Context: an optimization exercise on an open-source flow, tuned for small area and a short achievable clock period. The choices shown serve that exercise and are no tape-out recipe. At most, simulation tests tie the RTL to the original design; equivalence was not proved. No activity file was given, so power comes from the tool's default toggle rates.

Setup of old:
Design rate_ctl, start of the top module:
module rate_ctl (
    input  wire               clk,
    input  wire               rst,         
    input  wire [1:0]         rate_sel,    
    input  wire               minphase,    
    input  wire               in_valid,
    input  wire signed [17:0] in_data,
    output reg                out_valid,
    output reg  signed [17:0] out_data
);
clock: 20.0 ns
lec_check: 0
cap_margin: 20
core_margin: 2
core_utilization: 40
place_density: 0.6
slew_margin: 20
run.sh (not shown) runs the stock make flow with config.mk's settings and CLKGATE_MAP_FILE= SYNTH_SCRIPT=/design/flow/synth_recipe.tcl, a recipe that flattens the netlist after the stock synthesis.
Every stage of the flow completed for old, and the final layout passed the timing, DRC and antenna checks.
Input-level comparison between new and old:
- setting CTS_BUF_LIST to sky130_fd_sc_hd__clkbuf_4 sky130_fd_sc_hd__clkbuf_8 for the first time
- Comparing new and old, the higher sequential share of layout area is on old.
- When new is measured against old, its number of antenna violations at the first check in global routing turns out 1 higher.
- Between new and old, the maximum ir drop on the vdd rail is lower for old.
- new vs. old: design area increased by about 0.5% relative to the old numbers, clock skew went up.
- Across both runs, share of power burned in the clock network was higher for new than for old.
- From old to new the numbers moved as follows: global-route usage has increased, hold slack has remained practically unchanged.

========
## run 1
rate_ctl, a different RTL version from the one above (not shown whole).
Size in the first run: about 1100 flip-flops, roughly 0.053 mm2 of cells after synthesis.
Settings: LEC_CHECK=0, ABC_CLOCK_PERIOD_IN_PS=5000, CAP_MARGIN=20, CORE_MARGIN=2, CORE_UTILIZATION=65, CTS_BUF_LIST=sky130_fd_sc_hd__clkbuf_8, CTS_CLUSTER_DIAMETER=60, CTS_CLUSTER_SIZE=14, PLACE_DENSITY=0.75, SLEW_MARGIN=20, SYNTH_HIERARCHICAL=1; clock period 20.0 ns.
standard.sh (not shown) runs the stock make flow with config.mk's settings and CLKGATE_MAP_FILE= SYNTH_SCRIPT=/design/flow/synth_recipe.tcl, a recipe that flattens the netlist after the stock synthesis.
==> flow/flow/run.sh <==
#!/bin/bash
# Layout flow: the standard ORFS flow with these changes:
#  - the port buffers are buf_4 cells instead of the resizer's default pick;
#  - timing repair aims for a setup slack of SETUP_SLACK_MARGIN ns (flow/margin.txt),
#    well above 0, so the design is sized for the shortest period it can reach.
#    The clock and the constraints are the standard flow's, unchanged;
#  - clock tree options from flow/cts_args.txt, if present.
# The make output goes to standard.log in the work folder; each ORFS step
# writes its own log under orfs/logs.
set -euo pipefail
cd "$(dirname "$0")/.."
export BUFFER_PORTS_ARGS="-buffer_cell sky130_fd_sc_hd__buf_4"
export SETUP_SLACK_MARGIN=$(cat flow/margin.txt)
if [[ -f flow/cts_args.txt ]]; then
  export CTS_ARGS="$(cat flow/cts_args.txt)"
fi
bash standard.sh > standard.log 2>&1
==> flow/flow/cts_args.txt <==
-sink_clustering_enable -repair_clock_nets -buf_list sky130_fd_sc_hd__clkbuf_8 -root_buf sky130_fd_sc_hd__clkbuf_16 -sink_clustering_size 14 -sink_clustering_max_diameter 60
==> flow/flow/margin.txt <==
14.88
Relative to run 1, the following input files were edited for run 2:
# run 1
export LEC_CHECK = 0
export ABC_CLOCK_PERIOD_IN_PS = 5000
export CAP_MARGIN = 20
export CORE_MARGIN = 2
export CORE_UTILIZATION = 65
export CTS_BUF_LIST = sky130_fd_sc_hd__clkbuf_8
export CTS_CLUSTER_DIAMETER = 60
export CTS_CLUSTER_SIZE = 14
export PLACE_DENSITY = 0.75
export SLEW_MARGIN = 20
export SYNTH_HIERARCHICAL = 1
create_clock -name core_clock -period 20.0 [get_ports {clk}]
# run 2
export LEC_CHECK = 0
export CAP_MARGIN = 20
export CORE_MARGIN = 2
export CORE_UTILIZATION = 65
export CTS_BUF_LIST = sky130_fd_sc_hd__clkbuf_8
export CTS_CLUSTER_DIAMETER = 60
export CTS_CLUSTER_SIZE = 14
export PLACE_DENSITY = 0.75
export SLEW_MARGIN = 20
export SYNTH_HIERARCHICAL = 1
create_clock -name core_clock -period 20.0 [get_ports {clk}]
==> flow/flow/margin.txt <==
15.0
[summary]
Combinational cell fraction of total power: run 2 vs run 1 — no meaningful difference
The final cycle utilization of the critical path on run 2 is in line with that on run 1.
Non-clock buffer instance count of the final layout went up slightly going from run 1 to run 2.
Between run 2 and run 1, the difference in final non-filler cell total is negligible.
Looking at run 2 and run 1, the sequential cell count is a wash.
Run 2: initial antenna violation count is 1 lower than what run 1 reported.
Taking run 1 as the reference, in run 2 cell area roughly the same, pin slew with the least headroom to its limit increased by 0.018 ns relative to the old numbers.
diff inputs: run 2 => run 3
# run 2
export LEC_CHECK = 0
export CAP_MARGIN = 20
export CORE_MARGIN = 2
export CORE_UTILIZATION = 65
export CTS_BUF_LIST = sky130_fd_sc_hd__clkbuf_8
export CTS_CLUSTER_DIAMETER = 60
export CTS_CLUSTER_SIZE = 14
export PLACE_DENSITY = 0.75
export SLEW_MARGIN = 20
export SYNTH_HIERARCHICAL = 1
create_clock -name core_clock -period 20.0 [get_ports {clk}]
# run 3
export LEC_CHECK = 0
export ABC_CLOCK_PERIOD_IN_PS = 5000
export CAP_MARGIN = 20
export CORE_MARGIN = 2
export CORE_UTILIZATION = 65
export CTS_BUF_LIST = sky130_fd_sc_hd__clkbuf_8
export CTS_CLUSTER_DIAMETER = 60
export CTS_CLUSTER_SIZE = 14
export PLACE_DENSITY = 0.75
export SLEW_MARGIN = 20
export SYNTH_HIERARCHICAL = 1
create_clock -name core_clock -period 20.0 [get_ports {clk}]
==> comparison <==
There was hardly any difference in normalized max-slew margin between run 2 and run 3.
From run 3 to run 2, fraction of final layout cells sized beyond drive strength 1 did not move at all.
Looking at run 3 and run 2, the final sequential cell count is a wash.
As far as summed instance area of the synthesized netlist goes, run 2 and run 3 are indistinguishable; the numbers are identical.
No run of this note included a check of the RTL's function; only the layout flow was run.

========
Setup of south:
rate_ctl, a different RTL version from the one above (not shown whole).
For scale: about 4200 cells after synthesis, about 1100 flip-flops, roughly 43 I/O pins, about 55000 um^2 of cells after synthesis.
export LEC_CHECK = 0
export ABC_CLOCK_PERIOD_IN_PS = 5000
export CAP_MARGIN = 20
export CORE_MARGIN = 2
export CORE_UTILIZATION = 40
export PLACE_DENSITY = 0.6
export SLEW_MARGIN = 20
create_clock -name core_clock -period 20.0 [get_ports {clk}]
run.sh (not shown) runs the stock make flow with config.mk's settings and CLKGATE_MAP_FILE= SYNTH_SCRIPT=/design/flow/synth_recipe.tcl, a recipe that flattens the netlist after the stock synthesis.
Stock flow here: none of the scripts above is used.
What east does differently from south at the input level:
==> flow/flow/run.sh (new file) <==
#!/bin/bash
# Layout flow: the standard ORFS flow with two changes.
#  - the port buffers are buf_4 cells instead of the resizer's default pick;
#  - timing repair aims for a setup slack of SETUP_SLACK_MARGIN ns, well above 0,
#    so the design is sized for the shortest period it can reach. The clock and
#    constraints are the standard flow's, unchanged.
# Each tool's output goes to the ORFS logs under orfs/logs; the make output to
# standard.log in the work folder.
set -euo pipefail
cd "$(dirname "$0")/.."
export BUFFER_PORTS_ARGS="-buffer_cell sky130_fd_sc_hd__buf_4"
export SETUP_SLACK_MARGIN=$(cat flow/margin.txt)
bash standard.sh > standard.log 2>&1
==> flow/flow/margin.txt (new file) <==
14.5
==> flow/standard.sh (new file) <==
#!/bin/bash
# synth_recipe.tcl (not shown) runs the flow's synth.tcl, then flattens the netlist and writes it again
# the make line also repeats each setting of config.mk as NAME=value (left out here)
make -C /OpenROAD-flow-scripts/flow DESIGN_CONFIG=/design/flow/config.mk WORK_HOME=/design/flow/orfs CLKGATE_MAP_FILE= SYNTH_SCRIPT=/design/flow/synth_recipe.tcl "${@:-finish}"
removed: flow/run.sh
Results
Of east and south, south shows the lower met1 routing resource usage after global routing, with east above it. east vs. south: flip-flop and latch count roughly the same, met2 wire length went down, setup slack at placement dropped 0.11 ns. Compared with south, east shows cell internal power dissipation lower by about 1.7%. reg -> reg as the class of the most critical setup path was reported by east, and reg -> out by south. The design area was comparable across east and south. Re via density per instance: south was lower than east. The combinational share of power number comes out lower for south vs east. Compared to south, east has switching portion of total power 0.40 points higher. east: no failed stages, no open violations at the end.
No functional check of the RTL was part of any run of this note.

========
rate_ctl, a different RTL version from the one above (not shown whole).
For scale: about 3600 cells after synthesis, about 1100 flip-flops, ~43 I/O pins.
==> flow/design.v (excerpt) <==
module rate_ctl (
    input  wire               clk,
    input  wire               rst,         
    input  wire [1:0]         rate_sel,    
    input  wire               minphase,    
    input  wire               in_valid,
    input  wire signed [17:0] in_data,
    output reg                out_valid,
    output reg  signed [17:0] out_data
);
export LEC_CHECK = 0
export ABC_CLOCK_PERIOD_IN_PS = 5000
export CAP_MARGIN = 20
export CORE_MARGIN = 2
export CORE_UTILIZATION = 65
export CTS_BUF_LIST = sky130_fd_sc_hd__clkbuf_8
export CTS_CLUSTER_DIAMETER = 60
export CTS_CLUSTER_SIZE = 14
export PLACE_DENSITY = 0.75
export SLEW_MARGIN = 20
export SYNTH_HIERARCHICAL = 1
create_clock -name core_clock -period 20.0 [get_ports {clk}]
standard.sh (not shown) runs the stock make flow with config.mk's settings and CLKGATE_MAP_FILE= SYNTH_SCRIPT=/design/flow/synth_recipe.tcl, a recipe that flattens the netlist after the stock synthesis.
==> flow/flow/run.sh <==
#!/bin/bash
# Layout flow: the standard ORFS flow with these changes:
#  - the port buffers are buf_4 cells instead of the resizer's default pick;
#  - timing repair aims for a setup slack of SETUP_SLACK_MARGIN ns (flow/margin.txt),
#    well above 0, so the design is sized for the shortest period it can reach.
#    The clock and the constraints are the standard flow's, unchanged;
#  - clock tree options from flow/cts_args.txt, if present.
# The make output goes to standard.log in the work folder; each ORFS step
# writes its own log under orfs/logs.
set -euo pipefail
cd "$(dirname "$0")/.."
export BUFFER_PORTS_ARGS="-buffer_cell sky130_fd_sc_hd__buf_4"
export SETUP_SLACK_MARGIN=$(cat flow/margin.txt)
if [[ -f flow/cts_args.txt ]]; then
  export CTS_ARGS="$(cat flow/cts_args.txt)"
fi
bash standard.sh > standard.log 2>&1
==> flow/flow/margin.txt <==
14.88
Scripts as last shown in full above: flow/flow/cts_args.txt
The first run completed without violations.
Next try:
==> flow/flow/margin.txt (replaced) <==
14.75
=> Hold slack barely changes; cell area goes down slightly; sequential share of layout area increases by 0.17 points; count of clock-buffer cells in the layout decreases by 1; worst setup slack hardly moves; critical path depth went up by 9; flip-flop and latch count is unchanged; maximum frequency barely changes; combinational power climbs by a few percent; global-route usage is lower by 0.53 points.

========
Setup of run a:
Another version of the RTL of rate_ctl (not shown whole).
Size in the first run: roughly 3600 cells after synthesis, ~1100 flip-flops, ~43 I/O pins.
clock: 20.0 ns
lec_check: 0
abc_clock_period_in_ps: 5000
cap_margin: 20
core_margin: 2
core_utilization: 65
cts_buf_list: sky130_fd_sc_hd__clkbuf_8
cts_cluster_diameter: 60
cts_cluster_size: 14
place_density: 0.75
slew_margin: 20
synth_hierarchical: 1
==> flow/flow/margin.txt <==
14.8
Scripts as last shown in full above: flow/flow/run.sh
Here is what was changed in the inputs of run b compared with run a.
diff --git a/flow/config.mk b/flow/config.mk
--- a/flow/config.mk
+++ b/flow/config.mk
@@ -10,3 +10,3 @@
 export CORE_MARGIN = 2
-export CORE_UTILIZATION = 65
+export CORE_UTILIZATION = 70
 export CTS_BUF_LIST = sky130_fd_sc_hd__clkbuf_8
@@ -14,3 +14,3 @@
 export CTS_CLUSTER_SIZE = 14
-export PLACE_DENSITY = 0.75
+export PLACE_DENSITY = 0.8
 export SLEW_MARGIN = 20
--- outcome ---
Status: combinational power parity (run b, run a)
Against run a as the reference, run b delivers a higher total length of routed wires.
The final reports for run b and run a show power density normalized to cell area higher in the former.
In run b relative to run a, weighted congestion reported at the end of routability-driven placement had gone down slightly.
No functional check of the RTL was part of any run of this note.

========
Another version of the RTL of rate_ctl (not shown whole).
Size: ~1,100 flip-flops, ~43 I/O pins, roughly 0.054 mm² of cells after synthesis.
// rate_ctl
module rate_ctl (
    input  wire               clk,
    input  wire               rst,         
    input  wire [1:0]         rate_sel,    
    input  wire               minphase,    
    input  wire               in_valid,
    input  wire signed [17:0] in_data,
    output reg                out_valid,
    output reg  signed [17:0] out_data
);
==> flow/config.mk <==
export PLATFORM = sky130hd
export DESIGN_NAME = rate_ctl
export DESIGN_NICKNAME = rate_ctl
export VERILOG_FILES = /design/flow/design.v
export SDC_FILE = /design/flow/constraint.sdc
export NUM_CORES = 4
export LEC_CHECK = 0
export ABC_CLOCK_PERIOD_IN_PS = 5000
export CAP_MARGIN = 20
export CORE_MARGIN = 2
export CORE_UTILIZATION = 40
export CTS_BUF_LIST = sky130_fd_sc_hd__clkbuf_8
export CTS_CLUSTER_DIAMETER = 60
export CTS_CLUSTER_SIZE = 14
export PLACE_DENSITY = 0.6
export SLEW_MARGIN = 20
export SYNTH_HIERARCHICAL = 1
==> flow/constraint.sdc <==
create_clock -name core_clock -period 20.0 [get_ports {clk}]
set_input_delay 4.0000 -clock core_clock [delete_from_list [all_inputs] [get_ports {clk}]]
set_output_delay 4.0000 -clock core_clock [all_outputs]
set_load 0.01 [all_outputs]
==> flow/flow/run.sh <==
#!/bin/bash
# Layout flow: the standard ORFS flow with two changes.
#  - the port buffers are buf_4 cells instead of the resizer's default pick;
#  - timing repair aims for a setup slack of SETUP_SLACK_MARGIN ns, well above 0,
#    so the design is sized for the shortest period it can reach. The clock and
#    constraints are the standard flow's, unchanged.
# Each tool's output goes to the ORFS logs under orfs/logs; the make output to
# standard.log in the work folder.
set -euo pipefail
cd "$(dirname "$0")/.."
export BUFFER_PORTS_ARGS="-buffer_cell sky130_fd_sc_hd__buf_4"
export SETUP_SLACK_MARGIN=$(cat flow/margin.txt)
bash standard.sh > standard.log 2>&1
==> flow/flow/margin.txt <==
15.2
==> next run, changes <==
==> flow/flow/margin.txt (replaced) <==
14.8
=> Worst hold slack gains 0.0051 ns. Global-route usage decreases by 0.23 points. Synthesized cell count does not change. Combinational power hardly moves. Die area is unchanged. Critical path depth stays the same. Area after synthesis does not change. Clock-buffer cell count decreases by 7. Core utilization decreases by 0.61 points. Via count decreases slightly.
==> next run, changes <==
- CORE_UTILIZATION: 40 -> 65
- PLACE_DENSITY: 0.6 -> 0.75
Result:
- sequential share of layout area came out higher by 0.92 points
- design area came out lower by 1.8%
- total power came out lower by about 2.4%
Function was not checked in any run of this note: the RTL went through the layout flow alone.

afterwards: timing with drivers on the ports:
Ports are ideal in the flow. The routed layouts listed here were re-timed in OpenROAD.
Step 1: set_driving_cell puts a clkbuf_16 on clk and a buf_2 on each other input, an assumption about the parent block.
Step 2 adds t to the input delays and takes it off the output delays; t is the mean of the earliest and latest rising clock arrival at the registers after step 1. Input paths then give back, and output paths get back, about the clock's delay inside the block.
a / b / c = ideal ports / drivers / drivers and shift; a / b = the first two.
run	t (ns)	slack for setup (ns)	hold WS [ns]
old	0.802	14.134 / 14.077 / 14.134	0.368 / 0.368 / 0.368
new	0.944	13.981 / 13.911 / 14.162	0.370 / 0.370 / 0.370
run 1	0.695	14.870 / 14.800 / 14.975	0.339 / 0.339 / 0.339
run 2	0.698	14.868 / 14.796 / 15.039	0.338 / 0.338 / 0.338
run 3	0.698	14.868 / 14.796 / 15.039	0.338 / 0.338 / 0.338
south	0.806	14.346 / 14.276 / 14.405	0.327 / 0.327 / 0.327
east	0.773	14.782 / 14.739 / 14.782	0.336 / 0.336 / 0.336
the first run of note 4	0.693	14.873 / 14.803 / 14.998	0.352 / 0.352 / 0.352
the second run of note 4	0.704	14.872 / 14.825 / 14.872	0.349 / 0.349 / 0.349
run a	0.814	14.752 / 14.682 / 14.073	0.348 / 0.348 / 0.348
run b	0.825	14.757 / 14.688 / 14.081	0.341 / 0.341 / 0.341
the first run of note 6	0.881	14.707 / 14.639 / 14.371	0.333 / 0.333 / 0.333
the second run of note 6	0.891	14.708 / 14.631 / 14.015	0.339 / 0.339 / 0.339
the third run of note 6	0.822	14.781 / 14.712 / 14.073	0.330 / 0.330 / 0.330
After both steps every run listed still meets setup and hold. The setup slack of the third run of note 6, which loses most, moves by -0.069 ns with the drivers and by -0.708 ns with both steps.
